Context: an optimization exercise on an open-source flow, tuned for small area and a short achievable clock period. The choices shown serve that exercise and are no tape-out recipe.
Only simulation tests tie the RTL to the original design; equivalence was not proved.

## job 101
// crc_units
module crc_units (
    input  wire        clk,
    input  wire        rst_n,
    input  wire        req_valid,
    input  wire        req_write,
    input  wire [15:0] req_addr,     
    input  wire [1:0]  req_size,     
    input  wire [31:0] req_wdata,
    output reg         rsp_valid,
    output reg         rsp_err,
    output reg  [31:0] rsp_rdata
);
    reg        cfg_en    [0:3];
    reg        cfg_refin [0:3];
    reg        cfg_refout[0:3];
    reg [4:0]  cfg_wm1   [0:3];
    reg [31:0] poly      [0:3];
    reg [31:0] init      [0:3];
    reg [31:0] xorout    [0:3];
    reg [31:0] val       [0:3];
    reg        p_v;
    reg        p_dat;    
    reg [1:0]  p_u;
    reg [1:0]  p_n;      
    reg [31:0] p_val;    
    reg [31:0] p_poly;
    reg [4:0]  p_wm1;
    reg [31:0] p_x;      
    wire [31:0] e_res;
    crc_engine u_engine (
        .crc_in (p_val),
        .x      (p_x),
        .poly   (p_poly),
        .wm1    (p_wm1),
        .nbytes (p_n),
        .crc_out(e_res)
    );
    wire [31:0] p_new = p_dat ? e_res : p_x;
    wire [1:0] u       = req_addr[7:6];
    wire [3:0] idx     = req_addr[5:2];
    wire       ok      = (req_addr[15:8] == 8'd0) && (idx <= 4'd9) &&
                         (req_size == 2'd2) && (req_addr[1:0] == 2'b00);
    wire       is_data = (idx == 4'd7) || (idx == 4'd8) || (idx == 4'd9);
    wire        s_en     = cfg_en[u];
    wire        s_refin  = cfg_refin[u];
    wire        s_refout = cfg_refout[u];
    wire [4:0]  s_wm1    = cfg_wm1[u];
    wire [31:0] s_poly   = poly[u];
    wire [31:0] s_init   = init[u];
  ...
For scale: ~46000 µm² of cells after synthesis.
==> flow/config.mk <==
export PLATFORM = sky130hd
export DESIGN_NAME = crc_units
export DESIGN_NICKNAME = crc_units
export VERILOG_FILES = /design/flow/design.v
export SDC_FILE = /design/flow/constraint.sdc
export NUM_CORES = 4
export LEC_CHECK = 0
export CAP_MARGIN = 20
export CORE_MARGIN = 2
export CORE_UTILIZATION = 40
export PLACE_DENSITY = 0.6
export SLEW_MARGIN = 20
export SYNTH_HIERARCHICAL = 1
==> flow/constraint.sdc <==
create_clock -name core_clock -period 70.0 [get_ports {clk}]
set_input_delay 14.0000 -clock core_clock [delete_from_list [all_inputs] [get_ports {clk}]]
set_output_delay 14.0000 -clock core_clock [all_outputs]
set_load 0.01 [all_outputs]
standard.sh (not shown) runs the stock make flow with config.mk's settings and CLKGATE_MAP_FILE= SYNTH_SCRIPT=/design/flow/synth_recipe.tcl, a recipe that flattens the netlist after the stock synthesis.
==> flow/flow/run.sh <==
#!/bin/bash
# Standard ORFS layout (the standard.sh, standard synthesis), with
# timing repair aimed at a setup slack margin so that the resizer works on
# the achieved period (the SDC is unchanged), and ports buffered with
# buf_2 instead of the default buffer cell.
set -euo pipefail
MARGIN=$(cat flow/margin.txt)
bash standard.sh SETUP_SLACK_MARGIN=$MARGIN \
    "BUFFER_PORTS_ARGS=-buffer_cell sky130_fd_sc_hd__buf_2" finish > flow_make.log 2>&1
==> flow/flow/margin.txt <==
53.5
--- input diff job 101..job 102 ---
- a change of PLACE_DENSITY from 0.6 to 0.7
- a change of CORE_UTILIZATION from 40 to 50
### Flow results
Row cell area after placement: job 102 lower / job 101 higher
Compared with job 101, in job 102 maximum number of pins on one net before global-route repair increased 9; final design utilization picked up an extra 12 points; met3 global-route usage climbed 3.7 points.
As far as leftover overflow at the end of global routing goes, job 102 and job 101 are indistinguishable; the numbers are identical.
Final worst-path setup slack in job 102 is 110 ps below job 101.
Slew of the pin with the lowest slew margin came out lower on job 102 than on job 101.

========
crc_units, a different RTL version from the one above (not shown whole).
Size: about 88 I/O pins, about 47000 µm² of cells after synthesis.
Design crc_units, start of the top module:
module crc_units (
    input  wire        clk,
    input  wire        rst_n,
    input  wire        req_valid,
    input  wire        req_write,
    input  wire [15:0] req_addr,     
    input  wire [1:0]  req_size,     
    input  wire [31:0] req_wdata,
    output reg         rsp_valid,
    output reg         rsp_err,
    output reg  [31:0] rsp_rdata
);
Settings: LEC_CHECK=0, CAP_MARGIN=20, CORE_MARGIN=2, CORE_UTILIZATION=40, PLACE_DENSITY=0.6, SLEW_MARGIN=20, SYNTH_HIERARCHICAL=1, TNS_END_PERCENT=0; clock period 70.0 ns.
Scripts as last shown in full above: flow/flow/run.sh, flow/flow/margin.txt
Rerun with:
==> flow/flow/run.sh (replaced) <==
#!/bin/bash
# Standard ORFS layout, with timing repair aimed at a setup slack margin so
# that the resizer works on the achieved period (the SDC is unchanged).
set -euo pipefail
MARGIN=$(cat flow/margin.txt)
bash standard.sh SETUP_SLACK_MARGIN=$MARGIN finish > flow_make.log 2>&1
==> flow/flow/margin.txt (replaced) <==
54
- TNS_END_PERCENT: 0 -> unset
After rerunning: First-iteration DRC count climbs by 11%; global-route usage climbs by 1.0 points; routed wire length climbs by 6.8%; synthesized cell count is unchanged; count of clock-buffer cells in the layout is unchanged; utilization climbs by 4.3 points; design area climbs by 9.4%; setup slack improved by 0.29 ns; fmax climbs by 1.8%.
Rerun with:
==> flow/flow/run.sh (replaced) <==
#!/bin/bash
# Standard ORFS layout (the standard.sh, standard synthesis), with
# timing repair aimed at a setup slack margin so that the resizer works on
# the achieved period (the SDC is unchanged), and ports buffered with
# buf_2 instead of the default buffer cell.
set -euo pipefail
MARGIN=$(cat flow/margin.txt)
bash standard.sh SETUP_SLACK_MARGIN=$MARGIN \
    "BUFFER_PORTS_ARGS=-buffer_cell sky130_fd_sc_hd__buf_2" finish > flow_make.log 2>&1
==> flow/flow/margin.txt (replaced) <==
53.5
Effect: The changed run went through all stages and came out clean. Register-to-register slack gets worse by 0.17 ns. Design area went down by 8.5%. Sequential share of layout area went up by 3.1 points. Worst setup slack gets worse by 0.14 ns. Via count went down by 4.7%.
Rerun with:
==> flow/flow/run.sh (replaced) <==
#!/bin/bash
# Standard ORFS layout, with timing repair aimed at a setup slack margin so
# that the resizer works on the achieved period (the SDC is unchanged).
set -euo pipefail
MARGIN=$(cat flow/margin.txt)
bash standard.sh SETUP_SLACK_MARGIN=$MARGIN finish > flow_make.log 2>&1
==> flow/flow/margin.txt (replaced) <==
53
After rerunning: Global-route usage went down by 0.41 points. Routed wire length went down by 0.69%.

========
crc_units, a different RTL version from the one above (not shown whole).
Size: roughly 690 flip-flops, about 88 I/O pins, roughly 0.047 sq mm of cells after synthesis.
Settings: LEC_CHECK=0, CAP_MARGIN=20, CORE_MARGIN=2, CORE_UTILIZATION=25, PLACE_DENSITY=0.4, SLEW_MARGIN=20, SYNTH_HIERARCHICAL=1; clock period 70.0 ns.
run.sh (not shown) runs the stock make flow with config.mk's settings and CLKGATE_MAP_FILE= SYNTH_SCRIPT=/design/flow/synth_recipe.tcl, a recipe that flattens the netlist after the stock synthesis.
Stock flow here: none of the scripts above is used.
Next try:
==> flow/flow/run.sh (new file) <==
#!/bin/bash
# Standard ORFS layout, with timing repair aimed at a setup slack margin so
# that the resizer works on the achieved period (the SDC is unchanged).
set -euo pipefail
MARGIN=$(cat flow/margin.txt)
bash standard.sh SETUP_SLACK_MARGIN=$MARGIN finish > flow_make.log 2>&1
==> flow/flow/margin.txt (new file) <==
54
==> flow/standard.sh (new file) <==
#!/bin/bash
# synth_recipe.tcl (not shown) runs the flow's synth.tcl, then flattens the netlist and writes it again
# the make line also repeats each setting of config.mk as NAME=value (left out here)
make -C /OpenROAD-flow-scripts/flow DESIGN_CONFIG=/design/flow/config.mk WORK_HOME=/design/flow/orfs CLKGATE_MAP_FILE= SYNTH_SCRIPT=/design/flow/synth_recipe.tcl "${@:-finish}"
--- a/flow/config.mk
+++ b/flow/config.mk
@@ -10,2 +10,2 @@
-export CORE_UTILIZATION = 25
-export PLACE_DENSITY = 0.4
+export CORE_UTILIZATION = 40
+export PLACE_DENSITY = 0.6
removed: flow/run.sh
Clock skew came out higher by 0.0079 ns.
Maximum frequency came out higher by 11%.

========
crc_units with an RTL version that a note above also has.
Size: about 4600 cells after synthesis, roughly 88 I/O pins, about 47000 um2 of cells after synthesis.
==> flow/config.mk <==
export PLATFORM = sky130hd
export DESIGN_NAME = crc_units
export DESIGN_NICKNAME = crc_units
export VERILOG_FILES = /design/flow/design.v
export SDC_FILE = /design/flow/constraint.sdc
export NUM_CORES = 4
export LEC_CHECK = 0
export CAP_MARGIN = 20
export CORE_MARGIN = 2
export CORE_UTILIZATION = 40
export PLACE_DENSITY = 0.6
export SLEW_MARGIN = 20
export SYNTH_HIERARCHICAL = 1
==> flow/constraint.sdc <==
create_clock -name core_clock -period 70.0 [get_ports {clk}]
set_input_delay 14.0000 -clock core_clock [delete_from_list [all_inputs] [get_ports {clk}]]
set_output_delay 14.0000 -clock core_clock [all_outputs]
set_load 0.01 [all_outputs]
Stock flow here: none of the scripts above is used.
Change:
==> flow/flow/run.sh (new file) <==
#!/bin/bash
# Standard ORFS layout, with timing repair aimed at a setup slack margin so
# that the resizer works on the achieved period (the SDC is unchanged).
set -euo pipefail
MARGIN=$(cat flow/margin.txt)
bash standard.sh SETUP_SLACK_MARGIN=$MARGIN finish > flow_make.log 2>&1
==> flow/flow/margin.txt (new file) <==
53.5
==> flow/standard.sh (new file) <==
#!/bin/bash
# synth_recipe.tcl (not shown) runs the flow's synth.tcl, then flattens the netlist and writes it again
# the make line also repeats each setting of config.mk as NAME=value (left out here)
make -C /OpenROAD-flow-scripts/flow DESIGN_CONFIG=/design/flow/config.mk WORK_HOME=/design/flow/orfs CLKGATE_MAP_FILE= SYNTH_SCRIPT=/design/flow/synth_recipe.tcl "${@:-finish}"
removed: flow/run.sh
Outcome: Wire length rises by 2.1%; setup slack improves by 1.3 ns; count of clock-buffer cells in the layout falls by 6; area after synthesis is unchanged; core utilization rises by 1.0 points.

port drivers added, routing unchanged:
In the flow no input, the clock included, has a driving cell. The finished layouts below were timed again as built, in two steps. Step 1 assumes that a clkbuf_16 drives the clock port and a buf_2 every other input. Step 2 moves the port delays by t, midway between the first and last clock arrival at a register: inputs arrive t later, outputs are due t later. That takes back most of the time a late clock gives input paths. a / b / c = ideal / step 1 / step 2; a / b = the first two.
run	t (ns)	setup WS [ns]	slew at the worst register clock pin (ns)	worst slew at a driven data input, ns
job 101	0.694	53.430 / 53.241 / 52.547	0.07 / 0.07	0.24
job 102	0.687	53.324 / 53.321 / 52.634	0.07 / 0.07	0.16
the first run of note 2	0.696	53.307 / 53.116 / 52.420	0.08 / 0.08	0.28
the second run of note 2	0.712	53.599 / 53.378 / 52.666	0.09 / 0.09	0.28
the third run of note 2	0.692	53.458 / 53.333 / 52.642	0.08 / 0.08	0.20
the fourth run of note 2	0.685	53.025 / 53.003 / 52.318	0.07 / 0.07	0.13
the first run of note 3	0.723	51.680 / 51.660 / 50.937	0.07 / 0.07	0.09
the second run of note 3	0.692	53.510 / 53.291 / 52.600	0.07 / 0.07	0.28
the first run of note 4	0.683	52.168 / 52.199 / 51.516	0.08 / 0.08	0.07
the second run of note 4	0.695	53.506 / 53.401 / 52.706	0.08 / 0.08	0.18
After both steps setup and hold are still met in every run listed. For the second run of note 2, which loses most, drivers alone change the setup slack by -0.221 ns; drivers and shift together by -0.933 ns.
